What follows belongs to an exercise in optimizing a design on an open flow for small area, a short achievable clock period and few clock cycles per item; a production flow would make more cautious choices. In this exercise RTL edits were held to simulation tests only and were not proved equivalent to the original.

==> flow/design.v (outline; a module is shown in full before it is edited, if it fits) <==
// module lcy_gfmul: 14292 lines
module lcy_gfmul (
    input  wire         clk,
    input  wire         rst,         
    input  wire         in_valid,
    output wire         in_ready,
    input  wire [127:0] in_x,
    input  wire [127:0] in_h,
    output wire         out_valid,
    input  wire         out_ready,
    output wire [127:0] out_z
);
  // ...
==> flow/run.sh <==
#!/bin/bash
# synth_recipe.tcl (not shown) runs the flow's synth.tcl, then flattens the netlist and writes it again
# the make line also repeats each setting of config.mk as NAME=value (left out here)
make -C /OpenROAD-flow-scripts/flow DESIGN_CONFIG=/design/flow/config.mk WORK_HOME=/design/flow/orfs CLKGATE_MAP_FILE= SYNTH_SCRIPT=/design/flow/synth_recipe.tcl finish
==> flow/config.mk <==
export PLATFORM = sky130hd
export DESIGN_NAME = lcy_gfmul
export DESIGN_NICKNAME = lcy_gfmul
export VERILOG_FILES = /design/flow/design.v
export SDC_FILE = /design/flow/constraint.sdc
export NUM_CORES = 4
export LEC_CHECK = 0
export CAP_MARGIN = 20
export CORE_MARGIN = 2
export CORE_UTILIZATION = 50
export SETUP_SLACK_MARGIN = 1.8
export SLEW_MARGIN = 20
==> flow/constraint.sdc <==
create_clock -name core_clock -period 5.0 [get_ports {clk}]
set_input_delay 1.0000 -clock core_clock [delete_from_list [all_inputs] [get_ports {clk}]]
set_output_delay 1.0000 -clock core_clock [all_outputs]
set_load 0.01 [all_outputs]
==> run notes, run 1 <==
status complete, no violations; routing usage on met3 0.185; DP Wirelength about 520,000 um; Synth Area in XOR/XNOR 0.571; Most flops, register c1; total track usage 0.493; mux contribution to synthesized area 0.000451; layout cells sized above 1 0.179; number of synthesized flops with an enable pin 1,055; drt first pass iters 6; Multi-Input Combinational approximately 13k; CTS Hold Bufs 0; hold_ws 470 ps; CLK BUF around 140; Ys Warns 1; uppermost routed layer met5; Worst EP required approximately 5600 ps; total CTS buffers around 120; Reg clk slew, reported paths approximately 60 ps; Seq/Total Area, Yosys 0.254; placed inst area roughly 0.14 mm^2; Mapped Cells ~15k; Crit Path Class reg2reg; Most used DFF post-synth edfxtp_1; Synth Register Bits 1,058; Fin. Hold Viols 0; Reg2Reg Capture Point z[104]$_DFFE_PP_; Sequential cell area approximately 0.032 mm^2; sequential cell area share 0.200; Mean Syn Cell Area 8.58 um^2; row count 183
Testbench counts, summed over its fixed seeds: cycles 984, blocks 960.
==> inputs of run 2 (changes only) <==
--- a/flow/config.mk
+++ b/flow/config.mk
@@ -7,3 +7,3 @@
 export LEC_CHECK = 0
-export CAP_MARGIN = 20
+export CAP_MARGIN = 35
 export CORE_MARGIN = 2
==> run 2 against run 1 <==
  * Critical path type is now in2reg
  * Global-route usage hardly changed
  * Highest routed layer unchanged
  * Synthesized cell count is the same
  * Die area stayed put
  * First-iteration DRC count is 1.7% lower
==> run notes, run 2 <==
status complete, no violations (unchanged); simple-gate area share of the yosys netlist 0.157 (unchanged); row count 183 (unchanged); Vias/cell 5.60 (about the same); root buffer cell clkbuf_16 (unchanged); Fin. Hold Viols 0 (unchanged); Arr. time, crit path 3990 ps (was 3900 ps); most common cell after layout, fill and taps aside xnor2_1 (unchanged); Placed Cells 19.4k (was 19.3k); vias in the first global route 101k (about the same); gr ovfl total 0 (unchanged); Die ar. 0.254 mm^2 (unchanged); adder-cell share of the synthesized area 0 (unchanged); Finish-stage setup viols 0 (unchanged); clock latency on the worst-skew pair 850 ps (about the same); DP Wirelength 524,000 um (was 523,000 um); mux contribution to synthesized area 0.000451 (unchanged); Mapped Area 0.125 mm^2 (unchanged); Synth Area in XOR/XNOR 0.571 (unchanged); Final Cycle Share 0.680 (was 0.670); max reg flops 648 (unchanged); Worst Clk Skew 93.2 ps (was 86.6 ps); Layout area overhead 27.5% (was 27.0%); largest net degree at the start of global routing 158 (unchanged); Cell Count, Final, Fillers Out 19.9k (was 19.8k); fmax 0.294 GHz (was 0.299 GHz); CTS tree built (unchanged); Die H 504 um (unchanged); first-pass GRT wire length 856,000 um (was 854,000 um); CP Capture Type register (unchanged); Final #Nets 16.7k (about the same); Seq/Total Area, Yosys 0.254 (unchanged); Pins Over Slew Limit 0 (unchanged); number of DRC markers in iteration 0 17.3k (was 17.6k); IO Pins 390 (unchanged); max incr delay on CP 640 ps (was 680 ps); critical path's most frequent cell xnor2_1 (unchanged); CTS sink count 1,058 (unchanged); CP cell instances clkdlybuf4s50_1 -> buf_12 -> xnor2_2 -> buf_6 -> xnor2_4 -> buf_6 -> xnor2_1 -> buf_4 -> nor2_1 -> xnor2_2 -> xnor2_1 -> xnor2_1 (was xnor2_1 -> xor2_1 -> buf_4 -> xor2_1 -> xnor2_1 -> xnor2_1); Synth Register Bits 1,058 (unchanged); ranking of synthesized cells by area xnor2_1, edfxtp_1, nor2_1 (unchanged); Worst EP required 5580 ps (was 5550 ps); dominant cell type by area after synthesis xnor2_1 (unchanged); Reg clk slew, reported paths 70 ps (was 60 ps); WP buf/inv 5 (was 1); Residual DRC 0 (unchanged); Ys Warns 1 (unchanged); Mapped Cells 14.5k (unchanged); Synth Area in Compound Gates 0.000642 (unchanged); total track usage 0.493 (about the same); Final Critical Period 3400 ps (was 3350 ps); drt first pass iters 6 (unchanged); Crit Path Class in2reg (was reg2reg); fin util 0.641 (was 0.638); Slowest-stage cell, CP xnor2_2 (was xnor2_1); Synthesized Nets 14.8k (unchanged); CTS Hold Bufs 0 (unchanged); Slew headroom 0.233 (was 0.0985); max cap viols 0 (unchanged); main combinational cell family by area after synthesis XOR/XNOR gates (unchanged); Most flops, register c1 (unchanged); Initial Util 0.502 (unchanged); most frequent cells in the layout xnor2_1, nor2_1, buf_4 (unchanged); Crit path max-delay family XOR/XNOR gates (unchanged); Netlist cell types 26 (unchanged); vias post-DR 112k (was 111k); Worst Hold Class reg2reg (unchanged); total CTS buffers 119 (unchanged); Mean Syn Cell Area 8.58 um^2 (unchanged); Routed Antenna Nets 0 (unchanged); RSZ-0062 raised after global routing true (unchanged); Largest regs c1: 648 flops, c2: 279 flops, z: 128 flops (unchanged); Synth top area share 0.430 (unchanged); Core ar. 0.248 mm^2 (unchanged); most frequent cell after synthesis xnor2_1 (unchanged); Fill cells 21.7k (about the same); Most used DFF post-synth edfxtp_1 (unchanged); WL final 641,000 um (about the same); Worst Tran Pin Value 1140 ps (was 1350 ps); chip width 504 um (unchanged); number of synthesized flops with an enable pin 1,055 (unchanged); input/output buffers 389 (unchanged); crit path max fanout 12 (was 5); WL/cell 32.2 um (was 32.3 um); initial antenna violation count 65 (was 56); asr flop ratio synth 0 (unchanged); layout cells sized above 1 0.181 (was 0.179); Final Wtd Congestion 1.08 (unchanged); top cells by count, synth xnor2_1, nor2_1, xor2_1 (unchanged); H-tree Lvls 3 (unchanged); CP Launch Type primary input (was register); hold_ws 460 ps (was 470 ps); clock buffer depth 3 (unchanged)
[run 2: cell counts after synthesis]
Identical to the previous run, type by type.
[run 2: cell type report]
class / count / area [um^2] / share of cell area
diodes: 21 / 52.6 / 0.000330
clock buffers: 144 / 3110 / 0.0196
clock inverters: 81 / 938 / 0.00590
inverters: 18 / 71.3 / 0.000448
multi-input cells: 13023 / 98900 / 0.622
flip-flops and latches: 1058 / 31700 / 0.199
well taps: 3330 / 4170 / 0.0262
repair buffers: 2237 / 20100 / 0.126
[run 2: path summary, 6_finish.rpt]
check / start / to / slack [ps] / depth (start not counted)
setup / recovery: in_h[89] / c1[630]$_DFFE_PP_ / 1600 / 12
hold reg to reg: v[1]$_SDFFE_PP0P_ / v[1]$_SDFFE_PP0P_ / 460 / 2
setup reg to reg: c2[65]$_DFFE_PP_ / z[38]$_DFFE_PP_ / 1710 / 3
hold / removal: v[1]$_SDFFE_PP0P_ / v[1]$_SDFFE_PP0P_ / 460 / 2
[run 2: repair_timing]
action,CTS,global route
setup endpoints to repair,368,250
buffers inserted,137,148
cloned,0,1
pin swaps,97,127
resized for setup,772,495
[run 2: routing by layer]
layer | part of all wire | vias up | track usage
met5 | 0.00022 | - | 0
met4 | 0.092 | 22 | 0.360
met3 | 0.15 | 1714 | 0.183
met2 | 0.39 | 8082 | 0.677
met1 | 0.37 | 53323 | 0.628
li1 | - | 48459 | -
[run 2: per-stage QoR]
stage / setup TNS [ps] / cell area (um^2) / setup WS (ps)
detailed placement: 0 / 145000 / 25.3
CTS: 0 / 155000 / 1580
floorplan: - / 125000 / -12470
global placement: -19.0 / 144000 / -19.0
finish: 0 / 159000 / 1600
global route: 0 / 159000 / 1560
[run 2: cells by family after synthesis]
group	after synthesis
multiplexers	5
AO/OA/AOI/OAI	12
AND/OR/NAND/NOR	5201
flip-flops	1058
XOR/XNOR	7805
buffers and inverters	458
[run 2: tightest hold or removal path, delay by kind of cell, from the launching register on]
kind / cells / cell delay [ps]
DFF: 1 / 310
and+or+nand+nor: 1 / 50
AOI/OAI and AO/OA: 1 / 50
==> inputs of run 3 (changes only) <==
==> flow/flow/run.sh (new file) <==
#!/bin/bash
# The standard layout (standard.sh), with the port buffers that the standard
# flow inserts in global placement made of sky130_fd_sc_hd__buf_4 instead of the
# cell buffer_ports picks by default (a slow delay buffer that the resizer then
# cannot swap, since the platform resizes only within a cell footprint).
# Every port still gets its own buffer.
set -euo pipefail
export BUFFER_PORTS_ARGS="-buffer_cell sky130_fd_sc_hd__buf_4"
bash standard.sh > standard_flow.log 2>&1
==> flow/standard.sh (new file) <==
#!/bin/bash
# synth_recipe.tcl (not shown) runs the flow's synth.tcl, then flattens the netlist and writes it again
# the make line also repeats each setting of config.mk as NAME=value (left out here)
make -C /OpenROAD-flow-scripts/flow DESIGN_CONFIG=/design/flow/config.mk WORK_HOME=/design/flow/orfs CLKGATE_MAP_FILE= SYNTH_SCRIPT=/design/flow/synth_recipe.tcl "${@:-finish}"
--- a/flow/config.mk
+++ b/flow/config.mk
@@ -10,3 +10,3 @@
 export CORE_UTILIZATION = 50
-export SETUP_SLACK_MARGIN = 1.8
+export SETUP_SLACK_MARGIN = 2.0
 export SLEW_MARGIN = 20
removed: flow/run.sh
==> run 3 against run 2 <==
  * Sequential share of layout area increased by 1.4 points
  * Synthesized cell count did not move
  * Core utilization decreased by 4.1 points
  * Still clean
  * Final cell count down 4.0%
  * Flip-flop and latch count did not move
  * Via count decreased by 3.8%
==> run notes, run 3 <==
Seq/Total Area, Yosys 0.254 (unchanged); Die H 504 um (unchanged); max cap viols 0 (unchanged); CP Capture Type register (unchanged); Initial Util 0.502 (unchanged); ranking of synthesized cells by area xnor2_1, edfxtp_1, nor2_1 (unchanged); WL/cell 31.8 um (was 32.2 um); crit path max fanout 2 (was 12); Reg2Reg Capture Point c2[268]$_DFFE_PP_ (was z[38]$_DFFE_PP_); most common cell after layout, fill and taps aside xnor2_1 (unchanged); total CTS buffers 131 (was 119); Finish-stage setup viols 0 (unchanged); Mean Syn Cell Area 8.58 um^2 (unchanged); Arr. time, crit path 3720 ps (was 3990 ps); Worst Tran Pin Value 1140 ps (about the same); most frequent cells in the layout xnor2_1, nor2_1, xor2_1 (was xnor2_1, nor2_1, buf_4); dominant cell type by area after synthesis xnor2_1 (unchanged); Synth Register Bits 1,058 (unchanged); Final Wtd Congestion 1.11 (was 1.08); reg2reg setup slack 1810 ps (was 1710 ps); top cells by count, synth xnor2_1, nor2_1, xor2_1 (unchanged); Worst Clk Skew 63.8 ps (was 93.2 ps); Ys Warns 1 (unchanged); row count 183 (unchanged); fin util 0.600 (was 0.641); H-tree Lvls 4 (was 3); layout cells sized above 1 0.148 (was 0.181); vias in the first global route 96.7k (was 101k); CTS tree built (unchanged); Metal-1 WL 228,000 um (was 235,000 um); Worst EP required 5520 ps (was 5580 ps); Fill cells 22.2k (was 21.7k); Most used DFF post-synth edfxtp_1 (unchanged); Slew headroom 0.233 (about the same); Reg clk slew, reported paths 60 ps (was 70 ps); pre-CTS WS 722 ps (was 25.3 ps); Fin. Hold Viols 0 (unchanged); CP Launch Point c1[85]$_DFFE_PP_ (was in_h[89]); uppermost routed layer met5 (unchanged); DP Wirelength 485,000 um (was 524,000 um); number of synthesized flops with an enable pin 1,055 (unchanged); Vias/cell 5.62 (was 5.60); Final #Nets 15.9k (was 16.7k); status complete, no violations (unchanged); setup tns final 0 ps (unchanged); Cell Count, Final, Fillers Out 19.1k (was 19.9k); root buffer cell clkbuf_16 (unchanged); Worst Hold Class in2reg (was reg2reg); gr ovfl total 0 (unchanged); setup ws final 1810 ps (was 1600 ps); Crit Reg-Reg Startpoint c1[85]$_DFFE_PP_ (was c2[65]$_DFFE_PP_); Residual DRC 0 (unchanged); WL final 608,000 um (was 641,000 um); Final Critical Period 3190 ps (was 3400 ps); Placed Cells 18.7k (was 19.4k); asr flop ratio synth 0 (unchanged); initial antenna violation count 47 (was 65); vias post-DR 107k (was 112k); Mapped Area 0.125 mm^2 (unchanged); reg2reg path depth 6 (was 3); max reg flops 648 (unchanged); Final Cycle Share 0.639 (was 0.680); Most flops, register c1 (unchanged); CTS sink count 1,058 (unchanged); Largest regs c1: 648 flops, c2: 279 flops, z: 128 flops (unchanged); Pins Over Slew Limit 0 (unchanged); routed wl met3 86,300 um (was 94,000 um); wire length on met2 239,000 um (was 252,000 um); RSZ-0062 raised after global routing true (unchanged); chip width 504 um (unchanged); clock latency on the worst-skew pair 860 ps (was 850 ps); Worst Setup EP c2[268]$_DFFE_PP_ (was c1[630]$_DFFE_PP_); most frequent cell after synthesis xnor2_1 (unchanged); Synthesized Nets 14.8k (unchanged); input/output buffers 389 (unchanged); drt first pass iters 9 (was 6); first-pass GRT wire length 815,000 um (was 856,000 um); Core ar. 0.248 mm^2 (unchanged); Mapped Cells 14.5k (unchanged); Routed Antenna Nets 0 (unchanged); CP Launch Type register (was primary input); Netlist cell types 26 (unchanged); CTS Hold Bufs 0 (unchanged); Synth top area share 0.430 (unchanged); Die ar. 0.254 mm^2 (unchanged); Crit Path Class reg2reg (was in2reg); fmax 0.313 GHz (was 0.294 GHz); clock buffer depth 3 (unchanged); number of DRC markers in iteration 0 17.1k (was 17.3k); largest net degree at the start of global routing 177 (was 158); Layout area overhead 19.4% (was 27.5%); IO Pins 390 (unchanged); total track usage 0.468 (was 0.493)
## run 3: cell types whose count changed in the layout (fill, tap and decap cells not counted), moves of 54 or more
cell,before,now
buf_4,1506,1310
clkdlybuf4s50_1,194,0
xnor2_1,5553,5732
xnor2_2,526,389
buf_6,143,40
buf_12,135,36
dlygate4sd2_1,69,0
clkbuf_2,54,0
## run 3: how the worst min path moves through the flow
stage / slack (ps) / to / start / cells after the start
floorplan: 400 / c2[104]$_DFFE_PP_ / c1[406]$_DFFE_PP_ / 0
global placement: 440 / v[0]$_SDFFE_PP0P_ / v[0]$_SDFFE_PP0P_ / 2
detailed placement: 440 / v[1]$_SDFFE_PP0P_ / v[1]$_SDFFE_PP0P_ / 2
CTS: 280 / v[1]$_SDFFE_PP0P_ / rst / 2
global route: 320 / v[1]$_SDFFE_PP0P_ / rst / 2
finish: 320 / v[1]$_SDFFE_PP0P_ / rst / 2
## run 3: area by class of cell
class / instances / area, um^2 / area share
inverters: 18 / 71.3 / 0.000479
multi-input cells: 13023 / 97200 / 0.652
diodes: 28 / 70.1 / 0.000470
clock buffers: 147 / 3340 / 0.0224
flip-flops and latches: 1058 / 31700 / 0.213
repair buffers: 1419 / 11300 / 0.0760
clock inverters: 86 / 1070 / 0.00721
well taps: 3330 / 4170 / 0.0280
## run 3: kinds of logic (layout without fill, tap and decap cells)
| kind of cell | Yosys count | in the layout | synth area share |
|---|---|---|---|
| AND/OR/NAND/NOR | 5201 | 5201 | 0.157 |
| flip-flops | 1058 | 1058 | 0.254 |
| XOR/XNOR | 7805 | 7805 | 0.571 |
| buffers and inverters | 458 | 1670 | 0.0172 |
| AO/OA/AOI/OAI | 12 | 12 | 0.000642 |
| other | 0 | 28 | 0 |
| multiplexers | 5 | 5 | 0.000451 |
## run 3: critical path, stage by stage (launching register included)
cell	delay, ps
edfxtp_1	430
xor2_2	580
xnor2_2	350
buf_6	260
xnor2_1	140
xnor2_1	800
xnor2_1	320
## run 3: routing by layer
layer	GRT usage	vias up
li1	-	46803
met1	0.603	51306
met2	0.634	7734
met3	0.174	1539
met4	0.339	24
met5	0.00952	-
## run 3: per-stage QoR
step           hold WS, ps  area [um^2]
6_report               325       149000
2_1_floorplan          400       125000
3_5_place_dp           443       139000
3_3_place_gp           437       138000
4_1_cts                279       146000
5_1_grt                318       149000
## run 3: what timing repair did
action                                  CTS  global route
pin swaps                                 4            39
gates resized for setup                 239           240
buffers inserted                         11            65
endpoints found under the setup margin  138           149
gates cloned                              0             0
==> inputs of run 4 (changes only) <==
--- a/flow/config.mk
+++ b/flow/config.mk
@@ -12 +12,2 @@
 export SLEW_MARGIN = 20
+export TNS_END_PERCENT = 10
==> run 4 against run 3 <==
  * Fmax decreased by 4.7%
  * Non-clock buffer count decreased by 5
  * Sequential share of layout area increased by 0.38 points
  * Area after synthesis unchanged
  * Synthesized cell count unchanged
==> run notes, run 4 <==
Fill cells 22.5k (was 22.2k); Mean Syn Cell Area 8.58 um^2 (unchanged); CTS Hold Bufs 0 (unchanged); CP Launch Type register (unchanged); Worst Clk Skew 43.3 ps (was 63.8 ps); dominant cell type by area after synthesis xnor2_1 (unchanged); CP Launch Point c1[497]$_DFFE_PP_ (was c1[85]$_DFFE_PP_); Synthesized Nets 14.8k (unchanged); fin util 0.589 (was 0.600); Reg clk slew, reported paths 60 ps (about the same); layout cells sized above 1 0.140 (was 0.148); Netlist cell types 26 (unchanged); WL/cell 32.6 um (was 31.8 um); Arr. time, crit path 3820 ps (was 3720 ps); WL final 624,000 um (was 608,000 um); most frequent cells in the layout xnor2_1, nor2_1, xor2_1 (unchanged); reg2reg path depth 4 (was 6); RSZ-0062 raised after global routing true (unchanged); Layout area overhead 17.3% (was 19.4%); WHS Path Cells 2 (unchanged); asr flop ratio synth 0 (unchanged); Final Wtd Congestion 1.07 (was 1.11); most common cell after layout, fill and taps aside xnor2_1 (unchanged); Worst Hold Class in2reg (unchanged); crit path max fanout 4 (was 2); number of synthesized flops with an enable pin 1,055 (unchanged); Most flops, register c1 (unchanged); Synth Area in XOR/XNOR 0.571 (unchanged); Core ar. 0.248 mm^2 (unchanged); gr ovfl total 0 (unchanged); max reg flops 648 (unchanged); H-tree Lvls 4 (unchanged); Worst EP required 5470 ps (was 5520 ps); Finish-stage setup viols 0 (unchanged); Crit Path Class reg2reg (unchanged); top cells by count, synth xnor2_1, nor2_1, xor2_1 (unchanged); most frequent cell after synthesis xnor2_1 (unchanged); row count 183 (unchanged); Worst Tran Pin Value 1150 ps (was 1140 ps); Synth top area share 0.430 (unchanged); Routed Antenna Nets 0 (unchanged); Worst Hold Launch rst (unchanged); mux contribution to synthesized area 0.000451 (unchanged); ranking of synthesized cells by area xnor2_1, edfxtp_1, nor2_1 (unchanged); IO Pins 390 (unchanged); total CTS buffers 131 (unchanged); input/output buffers 389 (unchanged); initial antenna violation count 41 (was 47); vias in the first global route 95.9k (was 96.7k); reg2reg setup slack 1650 ps (was 1810 ps); CP Capture Type register (unchanged); CTS tree built (unchanged); Most used DFF post-synth edfxtp_1 (unchanged); Vias/cell 5.59 (was 5.62); Initial Util 0.502 (unchanged); chip width 504 um (unchanged); Crit Reg-Reg Startpoint c1[497]$_DFFE_PP_ (was c1[85]$_DFFE_PP_); Synth Area in Compound Gates 0.000642 (unchanged); root buffer cell clkbuf_16 (unchanged); Synth Register Bits 1,058 (unchanged); number of DRC markers in iteration 0 16.7k (was 17.1k); Die ar. 0.254 mm^2 (unchanged); Die H 504 um (unchanged); Final Critical Period 3350 ps (was 3190 ps); Mapped Cells 14.5k (unchanged); first-pass GRT wire length 830,000 um (was 815,000 um); vias post-DR 107k (about the same); main combinational cell family by area after synthesis XOR/XNOR gates (unchanged); adder-cell share of the synthesized area 0 (unchanged); WHS Endpoint v[2]$_SDFFE_PP0P_ (was v[1]$_SDFFE_PP0P_); Fin. Hold Viols 0 (unchanged); clock buffer depth 3 (unchanged); total track usage 0.480 (was 0.468); DP Wirelength 493,000 um (was 485,000 um); max cap viols 0 (unchanged); Ys Warns 1 (unchanged); simple-gate area share of the yosys netlist 0.157 (unchanged); setup tns final 0 ps (unchanged); Mapped Area 0.125 mm^2 (unchanged); clock latency on the worst-skew pair 850 ps (was 860 ps); Seq/Total Area, Yosys 0.254 (unchanged); Slew headroom 0.235 (was 0.233); Reg2Reg Capture Point c2[164]$_DFFE_PP_ (was c2[268]$_DFFE_PP_); Pins Over Slew Limit 0 (unchanged); status complete, no violations (unchanged); drt first pass iters 6 (was 9); largest net degree at the start of global routing 110 (was 177); fmax 0.298 GHz (was 0.313 GHz); Residual DRC 0 (unchanged); Final Cycle Share 0.671 (was 0.639); CTS sink count 1,058 (unchanged); Final #Nets 15.9k (about the same); Largest regs c1: 648 flops, c2: 279 flops, z: 128 flops (unchanged)
[run 4: cell counts after synthesis]
Identical to the previous run, type by type.
[run 4: metrics by stage]
step	std cells	hold WS [ps]	setup slack [ps]	cell area, um^2
6_report	19109	336	1650	146000
5_1_grt	19091	324	1740	146000
4_1_cts	19019	303	1650	144000
3_5_place_dp	18765	449	596	138000
3_3_place_gp	18678	440	591	138000
2_1_floorplan	14539	400	-12470	125000
[run 4: cell families after synthesis]
family	Yosys count
XOR/XNOR	7805
multiplexers	5
buffers and inverters	458
AND/OR/NAND/NOR	5201
AO/OA/AOI/OAI	12
flip-flops	1058
[run 4: per-layer routing]
| layer | part of all wire | GRT usage |
|---|---|---|
| met5 | 0.00016 | 0.0107 |
| met4 | 0.088 | 0.349 |
| met3 | 0.14 | 0.175 |
| met2 | 0.40 | 0.670 |
| met1 | 0.37 | 0.605 |
[run 4: critical path, cell delays in order, from the launching register on]
cell and delay [ps]:
edfxtp_1 570, xnor2_1 710, xnor2_1 430, xnor2_1 880
xnor2_1 390
[run 4: worst max path at each step]
stage	endpoint	slack [ps]	cells past startpoint
after CTS	c1[106]$_DFFE_PP_	1650	10
after global routing	c1[406]$_DFFE_PP_	1740	10
final	c2[164]$_DFFE_PP_	1650	4
after global placement	c1[463]$_DFFE_PP_	590	10
after detailed placement	c1[463]$_DFFE_PP_	600	10
after floorplan	c1[0]$_DFFE_PP_	-12470	2
[run 4: layout make-up]
type	count	area, um^2	share of cell area
antenna	28	70.1	0.000479
clock buffer	146	3380	0.0231
clock inverter	92	1110	0.00759
inverter	18	71.3	0.000487
multi-input combinational	13023	94800	0.647
sequential	1058	31700	0.217
tap	3330	4170	0.0285
timing repair buffer	1414	11100	0.0757
[run 4: what timing repair did]
item / CTS / global route
setup endpoints to repair: 153 / 210
resized for setup: 117 / 153
buffers inserted: 16 / 12
pin swaps: 9 / 8
==> inputs of run 5 (changes only) <==
--- a/flow/config.mk
+++ b/flow/config.mk
@@ -10,4 +10,3 @@
 export CORE_UTILIZATION = 50
-export SETUP_SLACK_MARGIN = 2.0
+export SETUP_SLACK_MARGIN = 1.0
 export SLEW_MARGIN = 20
-export TNS_END_PERCENT = 10
==> run 5 against run 4 <==
  * Via count is essentially flat
  * Synthesized cell count unchanged
  * Clock skew rose by 28 ps
  * Fmax decreased by 12%
  * Setup slack lost 460 ps
  * Clock-buffer cell count down 8
==> run notes, run 5 <==
status complete, no violations (unchanged); Reg clk slew, reported paths 60 ps (about the same); max incr delay on CP 850 ps (was 880 ps); Die ar. 0.254 mm^2 (unchanged); reg2reg path depth 5 (was 4); root buffer cell clkbuf_16 (unchanged); Worst Hold Launch rst (unchanged); max reg flops 648 (unchanged); Residual DRC 0 (unchanged); Most flops, register c1 (unchanged); Crit Reg-Reg Startpoint c1[81]$_DFFE_PP_ (was c1[497]$_DFFE_PP_); top cells by count, synth xnor2_1, nor2_1, xor2_1 (unchanged); Ys Warns 1 (unchanged); H-tree Lvls 3 (was 4); post-CTS resize count 0 (was 117); Most used DFF post-synth edfxtp_1 (unchanged); routing usage on met3 0.171 (was 0.175); Slew headroom 0.213 (was 0.235); CP Capture Type register (unchanged); crit path max fanout 12 (was 4); initial antenna violation count 59 (was 41); Worst EP required 5580 ps (was 5470 ps); CP cell instances buf_4 -> xnor2_2 -> xnor2_1 -> xnor2_1 -> nor2_1 -> xnor2_1 -> xnor2_1 -> xnor2_1 -> buf_4 -> xnor2_1 (was xnor2_1 -> xnor2_1 -> xnor2_1 -> xnor2_1); CTS Hold Bufs 0 (unchanged); Initial Util 0.502 (unchanged); DP Wirelength 473,000 um (was 493,000 um); Die H 504 um (unchanged); Worst Clk Skew 71.3 ps (was 43.3 ps); dominant cell type by area after synthesis xnor2_1 (unchanged); critical path's most frequent cell xnor2_1 (unchanged); Final Cycle Share 0.763 (was 0.671); Largest regs c1: 648 flops, c2: 279 flops, z: 128 flops (unchanged); first-pass GRT wire length 802,000 um (was 830,000 um); vias in the first global route 96.5k (was 95.9k); input/output buffers 389 (unchanged); Mapped Area 0.125 mm^2 (unchanged); Final Critical Period 3810 ps (was 3350 ps); max cap viols 0 (unchanged); Final Wtd Congestion 1.10 (was 1.07); most common cell after layout, fill and taps aside xnor2_1 (unchanged); WL/cell 31.3 um (was 32.6 um); Crit path max-delay family XOR/XNOR gates (unchanged); fmax 0.262 GHz (was 0.298 GHz); total CTS buffers 121 (was 131); RSZ-0062 raised after global routing false (was true); number of synthesized flops with an enable pin 1,055 (unchanged); asr flop ratio synth 0 (unchanged); Core ar. 0.248 mm^2 (unchanged); CTS tree built (unchanged); WL final 595,000 um (was 624,000 um); ranking of synthesized cells by area xnor2_1, edfxtp_1, nor2_1 (unchanged); total track usage 0.458 (was 0.480); clock latency on the worst-skew pair 880 ps (was 850 ps); IO Pins 390 (unchanged); Pins Over Slew Limit 0 (unchanged); clock buffer depth 3 (unchanged); Synth Register Bits 1,058 (unchanged); Layout area overhead 14.4% (was 17.3%); Seq/Total Area, Yosys 0.254 (unchanged); Final #Nets 15.8k (was 15.9k); Slowest-stage cell, CP xnor2_1 (unchanged); Netlist cell types 26 (unchanged); Worst Hold Class in2reg (unchanged); WP buf/inv 2 (was 0); CP Launch Type primary input (was register); Reg2Reg Capture Point c2[210]$_DFFE_PP_ (was c2[164]$_DFFE_PP_); Vias/cell 5.62 (was 5.59); gr ovfl total 0 (unchanged); chip width 504 um (unchanged); Synthesized Nets 14.8k (unchanged); Routed Antenna Nets 0 (unchanged); vias post-DR 107k (about the same); grt met2 use 0.632 (was 0.670); Finish-stage setup viols 0 (unchanged); most frequent cells in the layout xnor2_1, nor2_1, xor2_1 (unchanged); Mean Syn Cell Area 8.58 um^2 (unchanged); Arr. time, crit path 4400 ps (was 3820 ps); Top Usage Layer GRT met2 (unchanged); Worst Tran Pin Value 1170 ps (was 1150 ps); setup tns final 0 ps (unchanged); Post-CTS Setup Bufs 0 (was 16); row count 183 (unchanged); met1 usage 0.577 (was 0.605); most frequent cell after synthesis xnor2_1 (unchanged); Synth top area share 0.430 (unchanged); layout cells sized above 1 0.128 (was 0.140); WHS Endpoint v[0]$_SDFFE_PP0P_ (was v[2]$_SDFFE_PP0P_); CTS sink count 1,058 (unchanged); Mapped Cells 14.5k (unchanged); largest net degree at the start of global routing 147 (was 110); number of DRC markers in iteration 0 17.0k (was 16.7k); WHS Path Cells 2 (unchanged); Crit Path Class in2reg (was reg2reg); reg2reg setup slack 1720 ps (was 1650 ps); drt first pass iters 8 (was 6); Fin. Hold Viols 0 (unchanged)
run 5: cells by family (layout without fill, tap and decap cells):
group	after synthesis	after routing	share of synthesized area
buffers and inverters	458	1587	0.0172
xor gates and xnor gates	7805	7805	0.571
DFF	1058	1058	0.254
other	0	23	0
and+or+nand+nor	5201	5201	0.157
AOI/OAI and AO/OA	12	12	0.000642
muxes	5	5	0.000451
run 5: how the worst max path moves through the flow:
stage / from / cells after the start / end / slack [ps]
final: in_h[109] / 10 / c1[465]$_DFFE_PP_ / 1190
after global placement: in_x[7] / 8 / c1[353]$_DFFE_PP_ / 40
after floorplan: out_ready / 2 / c1[0]$_DFFE_PP_ / -12470
after detailed placement: in_h[109] / 10 / c1[465]$_DFFE_PP_ / 550
after CTS: in_h[109] / 10 / c1[465]$_DFFE_PP_ / 1400
after global routing: in_h[109] / 10 / c1[465]$_DFFE_PP_ / 1180
run 5: worst register-to-register path, cell delays in order, from the launching register on:
cell      delay, ps
edfxtp_1        520
xor2_1          400
xor2_2          930
xnor2_1         260
xor2_1          720
xnor2_1         180
run 5: through the flow:
step                cell area [um^2]  setup slack (ps)  instances  hold slack [ps]   util
finish                        143000              1190      19021              345  0.575
global route                  143000              1180      19005              340  0.575
CTS                           142000              1400      18942              295  0.572
detailed placement            138000               554      18715              443  0.555
global placement              137000              38.1      18633              437  0.552
floorplan                     125000            -12470      14539              400      -
run 5: final cells by class:
cell class | instances | area [um^2]
Antenna cell | 23 | 57.6
Clock buffer | 138 | 3110
Clock inverter | 89 | 1230
Fill cell | 22913 | 106000
Inverter | 18 | 71.3
Multi-Input combinational cell | 13023 | 92100
Sequential cell | 1058 | 31700
Tap cell | 3330 | 4170
Timing Repair Buffer | 1342 | 10400
run 5: metal layers:
metal  share of wire  up-vias
met5         0.00025        -
met3            0.14     1670
li1                -    46593
met1            0.37    50655
met4           0.091       14
met2            0.40     7968
==> inputs of run 6 (changes only) <==
--- a/flow/config.mk
+++ b/flow/config.mk
@@ -10,3 +10,3 @@
 export CORE_UTILIZATION = 50
-export SETUP_SLACK_MARGIN = 1.0
+export SETUP_SLACK_MARGIN = 2.4
 export SLEW_MARGIN = 20
==> run 6 against run 5 <==
  * Via count up 7.7%
  * Global-route usage grew 2.1 points
  * Sequential share of layout area down 3.6 points
  * Area after synthesis unchanged
  * Clock-buffer cell count up 9
  * Core utilization grew 11 points
  * Non-clock buffer count is 1053 higher
==> run notes, run 6 <==
Worst EP required 5560 ps (was 5580 ps); vias in the first global route 101k (was 96.5k); setup tns final 0 ps (unchanged); number of synthesized flops with an enable pin 1,055 (unchanged); reg2reg setup slack 1950 ps (was 1720 ps); WL final 638,000 um (was 595,000 um); Reg2Reg Capture Point c2[98]$_DFFE_PP_ (was c2[210]$_DFFE_PP_); setup ws final 1950 ps (was 1190 ps); Fin. Hold Viols 0 (unchanged); WL/cell 31.8 um (was 31.3 um); Synth Register Bits 1,058 (unchanged); Reg clk slew, reported paths 60 ps (about the same); Worst Hold Class in2reg (unchanged); Most flops, register c1 (unchanged); most common cell after layout, fill and taps aside xnor2_1 (unchanged); dominant cell type by area after synthesis xnor2_1 (unchanged); row count 183 (unchanged); total CTS buffers 131 (was 121); input/output buffers 389 (unchanged); Routed Antenna Nets 0 (unchanged); Final Cycle Share 0.611 (was 0.763); asr flop ratio synth 0 (unchanged); vias post-DR 115k (was 107k); Largest regs c1: 648 flops, c2: 279 flops, z: 128 flops (unchanged); Most used DFF post-synth edfxtp_1 (unchanged); most frequent cells in the layout xnor2_1, nor2_1, buf_4 (was xnor2_1, nor2_1, xor2_1); Seq/Total Area, Yosys 0.254 (unchanged); Netlist cell types 26 (unchanged); root buffer cell clkbuf_16 (unchanged); max reg flops 648 (unchanged); fmax 0.328 GHz (was 0.262 GHz); max incr delay on CP 1030 ps (was 850 ps); Initial Util 0.502 (unchanged); largest net degree at the start of global routing 177 (was 147); ranking of synthesized cells by area xnor2_1, edfxtp_1, nor2_1 (unchanged); Worst Clk Skew 70.8 ps (was 71.3 ps); Crit path depth 4 (was 10); CTS tree built (unchanged); total track usage 0.479 (was 0.458); CP Launch Type register (was primary input); Residual DRC 0 (unchanged); drt first pass iters 9 (was 8); fin util 0.687 (was 0.575); Synthesized Nets 14.8k (unchanged); status complete, no violations (unchanged); clock buffer depth 3 (unchanged); Worst Tran Pin Value 1240 ps (was 1170 ps); Vias/cell 5.73 (was 5.62); Slowest-stage cell, CP xnor2_1 (unchanged); Mapped Area 0.125 mm^2 (unchanged); pre-CTS WS 722 ps (was 554 ps); Die ar. 0.254 mm^2 (unchanged); Crit Path Class reg2reg (was in2reg); layout cells sized above 1 0.236 (was 0.128); Crit path max-delay family XOR/XNOR gates (unchanged); Slew headroom 0.166 (was 0.213); WP buf/inv 0 (was 2); gr ovfl total 0 (unchanged); Arr. time, crit path 3610 ps (was 4400 ps); top cells by count, synth xnor2_1, nor2_1, xor2_1 (unchanged); Final Critical Period 3050 ps (was 3810 ps); first-pass GRT wire length 837,000 um (was 802,000 um); number of DRC markers in iteration 0 18.8k (was 17.0k); Mapped Cells 14.5k (unchanged); reg2reg path depth 4 (was 5); CP Capture Type register (unchanged); crit path max fanout 4 (was 12); WHS Endpoint v[2]$_SDFFE_PP0P_ (was v[0]$_SDFFE_PP0P_); CTS Hold Bufs 0 (unchanged); Worst Hold Launch rst (unchanged); RSZ-0062 raised after global routing true (was false); DP Wirelength 485,000 um (was 473,000 um); initial antenna violation count 42 (was 59); hold_ws 311 ps (was 345 ps); clock latency on the worst-skew pair 870 ps (was 880 ps); Synth top area share 0.430 (unchanged); most frequent cell after synthesis xnor2_1 (unchanged); IO Pins 390 (unchanged); Layout area overhead 36.7% (was 14.4%); Final Wtd Congestion 1.11 (was 1.10); Finish-stage setup viols 0 (unchanged); max cap viols 0 (unchanged); CP cell instances xor2_1 -> xnor2_1 -> xnor2_1 -> xnor2_1 (was buf_4 -> xnor2_2 -> xnor2_1 -> xnor2_1 -> nor2_1 -> xnor2_1 -> xnor2_1 -> xnor2_1 -> buf_4 -> xnor2_1); CTS sink count 1,058 (unchanged); Pins Over Slew Limit 0 (unchanged); Core ar. 0.248 mm^2 (unchanged); critical path's most frequent cell xnor2_1 (unchanged); Die H 504 um (unchanged); WHS Path Cells 2 (unchanged); Crit Reg-Reg Startpoint c1[221]$_DFFE_PP_ (was c1[81]$_DFFE_PP_); Final #Nets 16.9k (was 15.8k); Mean Syn Cell Area 8.58 um^2 (unchanged); H-tree Lvls 4 (was 3); chip width 504 um (unchanged); Ys Warns 1 (unchanged)
run 6: cell types whose count changed in the layout (fill, tap and decap cells not counted), moves of 60 or more:
cell	before	now
buf_6	17	304
xnor2_2	434	627
xnor2_1	5973	5238
buf_12	12	373
nor2_2	0	72
xnor2_4	21	565
buf_4	1255	1520
nor2_1	4156	4066
xor2_1	1351	1291
buf_8	14	136
run 6: stage by stage:
stage               cells  instance area (um^2)
global route        20074                171000
floorplan           14539                125000
CTS                 19516                159000
finish              20093                171000
detailed placement  18737                139000
global placement    18663                138000
run 6: cells by family after synthesis:
family                 synth area share
XOR/XNOR                          0.571
AND/OR/NAND/NOR                   0.157
flip-flops                        0.254
buffers and inverters            0.0172
AO/OA/AOI/OAI                  0.000642
multiplexers                   0.000451
run 6: what timing repair did:
item	4_1_cts	5_1_grt
resized for setup	1311	976
endpoints found under the setup margin	447	362
gates cloned	0	20
endpoints found under the hold margin	0	0
pin swaps	326	526
setup buffers	546	511
run 6: layer usage:
metal / track usage / part of all wire / up-vias
li1: - / - / 48823
met1: 0.612 / 0.36 / 55005
met2: 0.643 / 0.39 / 9082
met3: 0.179 / 0.15 / 2194
met4: 0.373 / 0.099 / 28
met5: 0.0110 / 0.0013 / -
run 6: layout make-up:
type | count | area, um^2
clock inverters | 86 | 1070
multi-input cells | 13025 | 105000
repair buffers | 2395 | 25600
well taps | 3330 | 4170
fillers | 19191 | 77800
flip-flops and latches | 1058 | 31700
diodes | 34 | 85.1
inverters | 18 | 71.3
clock buffers | 147 | 3340
run 6: worst max path at each step:
stage	from	to
2_1_floorplan	out_ready	c1[0]$_DFFE_PP_
3_3_place_gp	in_h[27]	c1[553]$_DFFE_PP_
3_5_place_dp	in_h[34]	c1[633]$_DFFE_PP_
4_1_cts	v[2]$_SDFFE_PP0P_	in_ready
5_1_grt	c1[221]$_DFFE_PP_	c2[98]$_DFFE_PP_
6_report	c1[221]$_DFFE_PP_	c2[98]$_DFFE_PP_
==> inputs of run 7 (changes only) <==
--- a/flow/config.mk
+++ b/flow/config.mk
@@ -10,3 +10,3 @@
 export CORE_UTILIZATION = 50
-export SETUP_SLACK_MARGIN = 2.4
+export SETUP_SLACK_MARGIN = 2.6
 export SLEW_MARGIN = 20
==> run 7 against run 6 <==
  * Die area unchanged
  * Clock skew up 28 ps
  * Design area up 14%
  * Sequential share of layout area shrank 2.3 points
  * Global-route usage rose by 1.9 points
  * Highest routed layer unchanged
  * Critical endpoint is now c1[632]$_DFFE_PP_
  * Wire length rose by 12%
==> run notes, run 7 <==
status complete, no violations (unchanged); Ys Warns 1 (unchanged); Core ar. 0.248 mm^2 (unchanged); clock latency on the worst-skew pair 900 ps (was 870 ps); WL final 718,000 um (was 638,000 um); row count 183 (unchanged); fin util 0.785 (was 0.687); top cells by count, synth xnor2_1, nor2_1, xor2_1 (unchanged); Final Wtd Congestion 1.11 (unchanged); first-pass GRT wire length 873,000 um (was 837,000 um); Worst Hold Class in2reg (unchanged); fmax 0.342 GHz (was 0.328 GHz); Mapped Cells 14.5k (unchanged); gr ovfl total 0 (unchanged); WP buf/inv 3 (was 0); pre-CTS WS 722 ps (unchanged); input/output buffers 389 (unchanged); initial antenna violation count 47 (was 42); Reg clk slew, reported paths 60 ps (about the same); Final Critical Period 2920 ps (was 3050 ps); RSZ-0062 raised after global routing true (unchanged); most frequent cells in the layout xnor2_1, nor2_1, buf_4 (unchanged); Finish-stage setup viols 0 (unchanged); Initial Util 0.502 (unchanged); setup ws final 2080 ps (was 1950 ps); Synthesized Nets 14.8k (unchanged); Pins Over Slew Limit 0 (unchanged); Fin. Hold Viols 0 (unchanged); Slew headroom 0.187 (was 0.166); root buffer cell clkbuf_16 (unchanged); vias post-DR 129k (was 115k); number of synthesized flops with an enable pin 1,055 (unchanged); Netlist cell types 26 (unchanged); largest net degree at the start of global routing 177 (unchanged); Final Cycle Share 0.584 (was 0.611); max cap viols 0 (unchanged); Crit Reg-Reg Startpoint c1[78]$_DFFE_PP_ (was c1[221]$_DFFE_PP_); Vias/cell 6.08 (was 5.73); most frequent cell after synthesis xnor2_1 (unchanged); Crit path max-delay family XOR/XNOR gates (unchanged); number of DRC markers in iteration 0 23.1k (was 18.8k); hold_ws 310 ps (was 311 ps); Final #Nets 18.0k (was 16.9k); Arr. time, crit path 3540 ps (was 3610 ps); total CTS buffers 131 (unchanged); Mapped Area 0.125 mm^2 (unchanged); Mean Syn Cell Area 8.58 um^2 (unchanged); CP Launch Point in_x[104] (was c1[221]$_DFFE_PP_); critical path's most frequent cell xnor2_4 (was xnor2_1); DP Wirelength 485,000 um (unchanged); WL/cell 33.8 um (was 31.8 um); Routed Antenna Nets 0 (unchanged); most common cell after layout, fill and taps aside xnor2_1 (unchanged); WHS Endpoint v[2]$_SDFFE_PP0P_ (unchanged); total track usage 0.498 (was 0.479); Worst Clk Skew 98.8 ps (was 70.8 ps); max reg flops 648 (unchanged); clock buffer depth 3 (unchanged); CP Capture Type register (unchanged); placed inst area 0.139 mm^2 (unchanged); CP cell instances buf_16 -> xnor2_4 -> xnor2_4 -> buf_12 -> xnor2_4 -> buf_12 -> nor2_1 -> xor2_2 -> xnor2_2 -> xnor2_2 -> xnor3_1 (was xor2_1 -> xnor2_1 -> xnor2_1 -> xnor2_1); reg2reg path depth 3 (was 4); WHS Path Cells 2 (unchanged); drt first pass iters 17 (was 9); Reg2Reg Capture Point c2[215]$_DFFE_PP_ (was c2[98]$_DFFE_PP_); Seq/Total Area, Yosys 0.254 (unchanged); CP Launch Type primary input (was register); CTS sink count 1,058 (unchanged); Largest regs c1: 648 flops, c2: 279 flops, z: 128 flops (unchanged); crit path max fanout 5 (was 4); Worst EP required 5620 ps (was 5560 ps); Die H 504 um (unchanged); Worst Tran Pin Value 1210 ps (was 1240 ps); dominant cell type by area after synthesis xnor2_1 (unchanged); max incr delay on CP 490 ps (was 1030 ps); layout cells sized above 1 0.353 (was 0.236); Crit Path Class in2reg (was reg2reg); Residual DRC 0 (unchanged); Layout area overhead 56.2% (was 36.7%); chip width 504 um (unchanged); Most flops, register c1 (unchanged); Die ar. 0.254 mm^2 (unchanged); vias in the first global route 108k (was 101k); setup tns final 0 ps (unchanged); Synth Register Bits 1,058 (unchanged); ranking of synthesized cells by area xnor2_1, edfxtp_1, nor2_1 (unchanged); Most used DFF post-synth edfxtp_1 (unchanged); IO Pins 390 (unchanged); Slowest-stage cell, CP xnor2_4 (was xnor2_1); H-tree Lvls 4 (unchanged); Final Cell Area 0.195 mm^2 (was 0.171 mm^2); asr flop ratio synth 0 (unchanged); CTS tree built (unchanged); Synth top area share 0.430 (unchanged); reg2reg setup slack 2180 ps (was 1950 ps); Worst Hold Launch rst (unchanged)
run 7: cell counts after synthesis:
Identical to the previous run, type by type.
run 7: worst max-delay path by stage:
stage	to	cells past startpoint
after floorplan	c1[0]$_DFFE_PP_	2
after global placement	c1[553]$_DFFE_PP_	9
after detailed placement	c1[633]$_DFFE_PP_	10
after CTS	in_ready	4
after global routing	c1[632]$_DFFE_PP_	11
final	c1[632]$_DFFE_PP_	11
run 7: cell type report:
cell class,count,area [um^2]
Clock inverter,86,1070
Sequential cell,1058,31700
Fill cell,14860,53500
Tap cell,3330,4170
Clock buffer,147,3340
Inverter,18,71.3
Multi-Input combinational cell,13024,115000
Antenna cell,39,97.6
Timing Repair Buffer,3550,39700
run 7: layer usage:
layer | vias to the layer above | share of wire | track usage
li1 | 51153 | - | -
met1 | 61368 | 0.32 | 0.619
met2 | 12560 | 0.38 | 0.663
met3 | 4148 | 0.17 | 0.203
met4 | 52 | 0.12 | 0.417
met5 | - | 0.0028 | 0.0207
run 7: metrics by stage:
stage / std cells
6_report: 21252
3_5_place_dp: 18737
3_3_place_gp: 18663
5_1_grt: 21228
4_1_cts: 20169
2_1_floorplan: 14539
run 7: cell families (layout without fill, tap and decap cells):
logic type,after synthesis,after routing,synth area share
compound gates,12,12,0.000642
xor+xnor,7805,7806,0.571
buf+inv,458,3801,0.0172
flops,1058,1058,0.254
mux,5,5,0.000451
other cells,0,39,0
simple gates,5201,5201,0.157
run 7: what timing repair did:
action / 4_1_cts / 5_1_grt
pin swaps: 847 / 1616
cloned: 16 / 34
hold buffers: 0 / 0
resized for setup: 2616 / 2233
setup endpoints to repair: 727 / 1009
setup buffers: 1183 / 1002

==> separate check: timing with driven ports <==
Ports are ideal in the flow. The routed layouts listed here were re-timed in OpenROAD. Step 1 (the two cells are an assumption about what drives the block):
set clk [get_ports {clk}]
set_driving_cell -lib_cell sky130_fd_sc_hd__clkbuf_16 $clk
set_driving_cell -lib_cell sky130_fd_sc_hd__buf_2 [delete_from_list [all_inputs] $clk]
Step 2, shift: input delay + t, output delay - t, t = (earliest + latest rising clock arrival at the registers) / 2. This alone moves slack from input paths to output paths. a / b / c = no drivers / after step 1 / after step 2; a / b = the first two.
run | shift t [ns] | setup WS [ns] | slew at the worst register clock pin (ns) | worst slew at a driven data input, ns
run 1 | 0.921 | 1.652 / 1.652 / 0.750 | 0.08 / 0.08 | 0.19
run 2 | 0.915 | 1.599 / 1.679 / 0.764 | 0.08 / 0.08 | 0.18
run 3 | 0.927 | 1.805 / 1.805 / 0.924 | 0.08 / 0.08 | 0.27
run 4 | 0.943 | 1.647 / 1.647 / 0.806 | 0.07 / 0.07 | 0.24
run 5 | 0.949 | 1.187 / 1.268 / 0.320 | 0.08 / 0.08 | 0.24
run 6 | 0.941 | 1.947 / 1.947 / 1.137 | 0.08 / 0.08 | 0.32
run 7 | 0.981 | 2.078 / 2.080 / 1.099 | 0.08 / 0.08 | 0.38
After both steps setup and hold are still met in every run listed. For run 7, which loses most, drivers alone change the setup slack by +0.002 ns; drivers and shift together by -0.979 ns.
